From an optimization exercise on the open Yosys and OpenROAD flow, aimed at small area; shortcuts taken in it are not production practice.
In this exercise RTL edits were held to simulation tests only and were not proved equivalent to the original.
No driver is modelled on the clock port, so clocking that relies on it looks cheaper here than on a real chip.
No activity file was given, so power comes from the tool's default toggle rates.

== job 101 ==
// jet_slot
module jet_slot (
    input  wire        clk,
    input  wire        rst,         
    input  wire        head,        
    input  wire        in_valid,    
    input  wire        end_set,     
    input  wire [63:0] insn,
    input  wire [31:0] tok_n,
    input  wire [31:0] tok_e,
    input  wire [31:0] tok_s,
    input  wire [31:0] tok_w,
    input  wire [31:0] k0,
    input  wire [31:0] k1,
    input  wire [31:0] k2,
    input  wire [31:0] k3,
    input  wire        carry_in,    
    output reg         res_valid,   
    output reg  [31:0] result,
    output reg         send_valid,  
    output reg         send_carry,
    output reg  [31:0] w0,
    output reg  [31:0] w1,
    output reg  [31:0] w2,
    output reg  [31:0] w3,
    output reg  [47:0] acc,
    output reg         c_flag,
    output reg         p_flag
);
    wire        f_v    = insn[63];
    wire [3:0]  grp    = insn[62:59];
    wire [2:0]  fn     = insn[57:55];    
    wire [1:0]  lane   = insn[54:53];
    wire        sgn    = insn[52];
    wire        sat    = insn[51];
    wire [1:0]  pred   = insn[50:49];
    wire        setf   = insn[48];
    wire [1:0]  chain  = insn[47:46];
    wire [3:0]  f_sa   = insn[45:42];
    wire [3:0]  f_sb   = insn[41:38];
    wire [3:0]  f_sc   = insn[37:34];
    wire [3:0]  dst    = insn[33:30];
    wire [7:0]  aux    = insn[23:16];
    wire [15:0] imm    = insn[15:0];
    wire g_em = grp[3];                           
    wire g_ar = ~grp[3] & (grp[2:0] == 3'd0);
    wire g_lg = ~grp[3] & (grp[2:0] == 3'd1);
    wire g_sh = ~grp[3] & (grp[2:0] == 3'd2);
    wire g_cp = ~grp[3] & (grp[2:0] == 3'd3);
    wire g_se = ~grp[3] & (grp[2:0] == 3'd4);
    wire g_cn = ~grp[3] & (grp[2:0] == 3'd5);
    wire g_ab = ~grp[3] & (grp[2:0] == 3'd6);
    wire g_mc = ~grp[3] & (grp[2:0] == 3'd7);
    wire o_carry  = g_ar & ~fn[2];                
    wire o_rel    = g_cp & ~fn[2];                
    wire o_sad    = g_ab & fn[0];
    wire o_accrd  = g_mc & fn[2];
    wire acc_only = g_mc & ~fn[2] & (fn[1] | fn[0]);    
    wire m8    = lane[1];                         
    wire m16   = lane[0];                         
    wire m32   = ~(lane[1] | lane[0]);
    wire [3:0]  sa = f_sa | {o_accrd, 1'b0, o_accrd, 1'b0};
    wire [3:0]  sb = f_sb | {o_accrd, 2'b00, o_accrd};
    wire [31:0] A, B, C;
  ...
Size in the first run: roughly 4700 cells after synthesis, ~45000 um^2 of cells after synthesis.
==> flow/config.mk <==
export PLATFORM = sky130hd
export DESIGN_NAME = jet_slot
export DESIGN_NICKNAME = jet_slot
export VERILOG_FILES = /design/flow/design.v
export SDC_FILE = /design/flow/constraint.sdc
export NUM_CORES = 8
export LEC_CHECK = 0
export CAP_MARGIN = 20
export CORE_AREA = 2 2 332.445 332.445
export DIE_AREA = 0 0 334.445 334.445
export PLACE_DENSITY = 0.55
export SLEW_MARGIN = 20
export SYNTH_HIERARCHICAL = 1
export SYNTH_MINIMUM_KEEP_SIZE = 0
==> flow/constraint.sdc <==
create_clock -name core_clock -period 30.0 [get_ports {clk}]
set_input_delay 6.0000 -clock core_clock [delete_from_list [all_inputs] [get_ports {clk}]]
set_output_delay 6.0000 -clock core_clock [all_outputs]
set_load 0.01 [all_outputs]
standard.sh (not shown) runs the stock make flow with config.mk's settings and CLKGATE_MAP_FILE= SYNTH_SCRIPT=/design/flow/synth_recipe.tcl, a recipe that flattens the netlist after the stock synthesis.
==> flow/flow/run.sh <==
#!/bin/bash
# The standard layout with two changes: the smallest buffer (buf_1) on every
# port, and, after the floorplan, cells that synthesis sized up without need
# (slack to spare) set back to their smallest drive (flow/downsize.tcl).
set -euo pipefail
export BUFFER_PORTS_ARGS="-buffer_cell sky130_fd_sc_hd__buf_1"
R=orfs/results/$FLOW_PLATFORM/jet_slot/base
bash standard.sh floorplan > make_floorplan.log 2>&1
DZ_IN=$R/2_floorplan.odb DZ_OUT=$R/2_floorplan.odb DZ_SDC=$R/2_floorplan.sdc \
  DZ_MARGIN=2.0 DZ_FLOOR=3.0 openroad -no_init -exit flow/downsize.tcl > downsize.log 2>&1
bash standard.sh finish > make_finish.log 2>&1
==> flow/flow/downsize.tcl <==
# Downsizes combinational cells (not buffers, inverters, flip-flops or adders)
# whose output pins have slack above DZ_MARGIN ns to the smallest drive of the
# same function, keeping the design's worst setup slack at least DZ_FLOOR ns.
# env: DZ_IN, DZ_OUT (odb), DZ_SDC, DZ_MARGIN, DZ_FLOOR, DZ_PLACED (1: estimate
# placement parasitics first)
set plat $::env(FLOW_HOME)/platforms/sky130hd
read_liberty $plat/lib/sky130_fd_sc_hd__tt_025C_1v80.lib
read_db $::env(DZ_IN)
read_sdc $::env(DZ_SDC)
source $plat/setRC.tcl
if {[info exists ::env(DZ_PLACED)] && $::env(DZ_PLACED)} {
  set_propagated_clock [all_clocks]
  estimate_parasitics -placement
}
set margin $::env(DZ_MARGIN)
set floor [expr {$::env(DZ_FLOOR) * 1e-9}]
proc smallest {master} {
  if {![regexp {^(sky130_fd_sc_hd__[a-z0-9]+?)_(\d+)$} $master -> base drive]} { return "" }
  if {[regexp {__(buf|clkbuf|clkinv|inv|df|dlygate|clkdlybuf|dlymetal|conb|fa|ha|tap|fill|decap|diode|bufinv|bufbuf|sdf|edf)} $base]} { return "" }
  set best ""
  set ba 1e9
  foreach c [get_lib_cells */${base}_*] {
    set n [get_name $c]
    if {![regexp "^${base}_\\d+\$" $n]} { continue }
    if {[get_property $c dont_use]} { continue }
    set a [get_property $c area]
    if {$a < $ba} { set ba $a; set best $n }
  }
  if {$best eq $master} { return "" }
  return $best
}
puts "worst slack before: [expr {[sta::worst_slack_cmd max] * 1e9}] ns"
set saved 0.0
set n 0
set tried 0
foreach inst [get_cells *] {
  set m [get_property $inst ref_name]
  set s [smallest $m]
  if {$s eq ""} { continue }
  set worst 1e9
  foreach p [get_pins -of_objects $inst -filter "direction == output"] {
    set sl [get_property $p slack_max]
    if {$sl ne "" && $sl < $worst} { set worst $sl }
  }
  if {$worst < $margin} { continue }
  incr tried
  set oa [get_property [get_lib_cells */$m] area]
  set na [get_property [get_lib_cells */$s] area]
  replace_cell $inst [get_lib_cells */$s]
  if {[sta::worst_slack_cmd max] < $floor} {
    replace_cell $inst [get_lib_cells */$m]
  } else {
    set saved [expr {$saved + $oa - $na}]
    incr n
  }
}
puts "downsized $n of $tried cells tried, saved $saved um2"
puts "worst slack after: [expr {[sta::worst_slack_cmd max] * 1e9}] ns"
if {[info exists ::env(DZ_OUT)]} { write_db $::env(DZ_OUT) }
Input changes introduced in job 102 (baseline for comparison: job 101):
- setting CTS_CLUSTER_SIZE to 25 for the first time
- setting CTS_CLUSTER_DIAMETER to 80 for the first time
==> flow/flow/run.sh <==
#!/bin/bash
# The standard layout with three changes: the smallest buffer (buf_1) on every
# port; after the floorplan, cells that synthesis sized up without need (slack
# to spare) set back to their smallest drive (flow/downsize.tcl); and the same
# again after clock tree synthesis, with the placement's wire estimates.
set -euo pipefail
export BUFFER_PORTS_ARGS="-buffer_cell sky130_fd_sc_hd__buf_1"
R=orfs/results/$FLOW_PLATFORM/jet_slot/base
bash standard.sh floorplan > make_floorplan.log 2>&1
DZ_IN=$R/2_floorplan.odb DZ_OUT=$R/2_floorplan.odb DZ_SDC=$R/2_floorplan.sdc \
  DZ_MARGIN=2.0 DZ_FLOOR=3.0 openroad -no_init -exit flow/downsize.tcl > downsize_floorplan.log 2>&1
bash standard.sh cts > make_cts.log 2>&1
DZ_IN=$R/4_cts.odb DZ_OUT=$R/4_cts.odb DZ_SDC=$R/4_cts.sdc DZ_PLACED=1 \
  DZ_MARGIN=2.0 DZ_FLOOR=1.8 openroad -no_init -exit flow/downsize.tcl > downsize_cts.log 2>&1
bash standard.sh finish > make_finish.log 2>&1
Results
- On final cell count without fillers, job 101 and job 102 are basically level.
- Job 102 and job 101 ended up with roughly the same number of nets in the layout.
- Between job 101 and job 102, the worst clock skew figures differ only marginally.
- Compared with job 101, in job 102 count of clock-buffer cells in the layout lost 34%, cell depth of the worst flop-to-flop path lost about 7%, fraction of area in registers neither gained nor lost much, part of the power in the clock network lost 2.1 points.
- On final worst-path cycle share: job 102 sits below job 101.
- Of job 101 and job 102, job 101 shows the higher number of antenna violations at the first check in global routing, with job 102 below it.
- Fraction of area in multi-input gates of job 102 is on par with job 101.
- Sequential group share of total power in job 102 vs job 101: up 0.3 points
Input changes introduced in job 103 (baseline for comparison: job 102):
- a change of PLACE_DENSITY from 0.55 to 0.7
==> flow/flow/run.sh <==
#!/bin/bash
# The standard layout with these changes: the smallest buffer (buf_1) on every
# port; after the floorplan, cells that synthesis sized up without need (slack
# to spare) set back to their smallest drive (flow/downsize.tcl); after clock
# tree synthesis, the same again with the placement's wire estimates, and
# repair buffers with slack and slew to spare made buf_2 (flow/bufdown.tcl).
set -euo pipefail
export BUFFER_PORTS_ARGS="-buffer_cell sky130_fd_sc_hd__buf_1"
R=orfs/results/$FLOW_PLATFORM/jet_slot/base
bash standard.sh floorplan > make_floorplan.log 2>&1
DZ_IN=$R/2_floorplan.odb DZ_OUT=$R/2_floorplan.odb DZ_SDC=$R/2_floorplan.sdc \
  DZ_MARGIN=2.0 DZ_FLOOR=3.0 openroad -no_init -exit flow/downsize.tcl > downsize_floorplan.log 2>&1
bash standard.sh cts > make_cts.log 2>&1
DZ_IN=$R/4_cts.odb DZ_OUT=$R/4_cts.odb DZ_SDC=$R/4_cts.sdc DZ_MARGIN=1.5 DZ_FLOOR=2.0 \
  DZ_SLEW=0.9 openroad -no_init -exit flow/bufdown.tcl > bufdown_cts.log 2>&1
DZ_IN=$R/4_cts.odb DZ_OUT=$R/4_cts.odb DZ_SDC=$R/4_cts.sdc DZ_PLACED=1 \
  DZ_MARGIN=2.0 DZ_FLOOR=1.8 openroad -no_init -exit flow/downsize.tcl > downsize_cts.log 2>&1
bash standard.sh finish > make_finish.log 2>&1
==> flow/flow/bufdown.tcl (new file) <==
# Replaces buf_4, buf_6 and buf_8 by buf_2 where the output has slack (DZ_MARGIN ns)
# and slew (DZ_SLEW ns) to spare, keeping the worst setup slack at least DZ_FLOOR ns.
# env: DZ_IN, DZ_OUT (odb), DZ_SDC, DZ_MARGIN, DZ_FLOOR, DZ_SLEW
set plat $::env(FLOW_HOME)/platforms/sky130hd
read_liberty $plat/lib/sky130_fd_sc_hd__tt_025C_1v80.lib
read_db $::env(DZ_IN)
read_sdc $::env(DZ_SDC)
source $plat/setRC.tcl
set_propagated_clock [all_clocks]
estimate_parasitics -placement
set margin $::env(DZ_MARGIN)
set floor [expr {$::env(DZ_FLOOR) * 1e-9}]
set slewmax $::env(DZ_SLEW)
puts "worst slack before: [expr {[sta::worst_slack_cmd max] * 1e9}] ns"
report_check_types -max_slew -max_capacitance -violators
set b2 [get_lib_cells */sky130_fd_sc_hd__buf_2]
set n 0; set saved 0.0
foreach inst [get_cells *] {
  set m [get_property $inst ref_name]
  if {![regexp {^sky130_fd_sc_hd__buf_(4|6|8)$} $m]} continue
  set op [get_pins -of_objects $inst -filter "direction == output"]
  set sl [get_property $op slack_max]
  if {$sl eq "" || $sl < $margin} continue
  set oa [get_property [get_lib_cells */$m] area]
  replace_cell $inst $b2
  set sw [get_property $op slew_max]
  if {[sta::worst_slack_cmd max] < $floor || $sw > $slewmax} {
    replace_cell $inst [get_lib_cells */$m]
  } else { incr n; set saved [expr {$saved + $oa - 5.0048}] }
}
puts "replaced $n buffers, saved $saved um2"
puts "worst slack after: [expr {[sta::worst_slack_cmd max] * 1e9}] ns"
report_check_types -max_slew -max_capacitance -violators
if {[info exists ::env(DZ_OUT)]} { write_db $::env(DZ_OUT) }
Findings:
Job 103 ended up with acc[33]$_DFF_P_ as its end point of the critical path; job 102 ended up with p_flag$_SDFFE_PN0P_.
In the tables for job 102 and job 103, design area reads lower with job 103.
Job 103 vs. job 102: via density per instance increased by 1.8% relative to the old numbers, number of flip-flops and latches closely matched the old numbers.
#### Input delta (job 104 over job 103)
diff --git a/flow/flow/run.sh b/flow/flow/run.sh
--- a/flow/flow/run.sh
+++ b/flow/flow/run.sh
@@ -12,5 +12,5 @@
   DZ_MARGIN=2.0 DZ_FLOOR=3.0 openroad -no_init -exit flow/downsize.tcl > downsize_floorplan.log 2>&1
 bash standard.sh cts > make_cts.log 2>&1
-DZ_IN=$R/4_cts.odb DZ_OUT=$R/4_cts.odb DZ_SDC=$R/4_cts.sdc DZ_MARGIN=1.5 DZ_FLOOR=2.0 \
+DZ_IN=$R/4_cts.odb DZ_OUT=$R/4_cts.odb DZ_SDC=$R/4_cts.sdc DZ_MARGIN=3.0 DZ_FLOOR=2.0 \
   DZ_SLEW=0.9 openroad -no_init -exit flow/bufdown.tcl > bufdown_cts.log 2>&1
 DZ_IN=$R/4_cts.odb DZ_OUT=$R/4_cts.odb DZ_SDC=$R/4_cts.sdc DZ_PLACED=1 \
[summary]
No run among job 103 and job 104 stopped early or left any final violation; all are clean. Between job 103 and job 104, the difference in synthesis-to-finish area growth is negligible. Number of max-slew violations in the final report came out exactly the same in job 103 and job 104. For global-route wire length before repair, job 104 and job 103 come out practically identical. Status: power parity (job 104, job 103). Summary — global routing usage on met3, job 104 relative to job 103: lower, by 0.43 points. As far as total grt overflow is concerned, job 104 and job 103 perform about the same.
Setup changes, job 104 to job 105
- a change of PLACE_DENSITY from 0.7 to 0.55
==> comparison <==
- [diff] final cell area excluding filler cells, job 105 relative to job 104: regression
- Job 105 vs job 104 — net switching component of the power climbed by a few percent
- Worst vdd rail ir drop in job 105 is 25% higher than in job 104
- For worst hold slack, job 104 and job 105 come out practically identical.
- The shortest period the worst path allows of job 105 falls short of that of job 104 by 0.41 ns.
- Job 104 and job 105 ended up with nearly the same proportion of cell area occupied by registers.
- In the tables for job 104 and job 105, largest net degree at the start of global routing reads higher with job 104.
- Job 105 vs. job 104: routed wire length increased 5.2%; layout-stage area growth over the synthesis result increased 0.47 points; post-place setup slack saw a decrease.

port drivers added, routing unchanged:
How much do the figures lean on ideal ports? The routed layouts below were timed once more, with nothing changed but the port constraints.
Step 1, drivers: a clkbuf_16 drives clk and a buf_2 each remaining input, both assumed.
Step 2 times the ports against the registers' clock, not the clock port: input delays grow and output delays shrink by t, the midpoint of the rising clock arrivals with the driver on.
Three values: ideal, step 1, step 2; two values: the first two.
run	t (ns)	slack for setup (ns)	hold slack, ns	worst setup path after step 2
job 101	0.665	0.776 / 0.813 / 0.148	0.568 / 0.568 / 0.568	input to register
job 102	0.647	0.868 / 0.905 / 0.258	0.574 / 0.574 / 0.574	input to register
job 103	0.632	0.921 / 0.968 / 0.336	0.571 / 0.571 / 0.571	input to register
job 104	0.632	0.751 / 0.798 / 0.166	0.574 / 0.574 / 0.574	input to register
job 105	0.648	1.161 / 1.196 / 0.548	0.574 / 0.574 / 0.574	input to register
After both steps setup and hold are still met in every run listed. For job 101, which loses most, drivers alone change the setup slack by +0.037 ns; drivers and shift together by -0.628 ns.
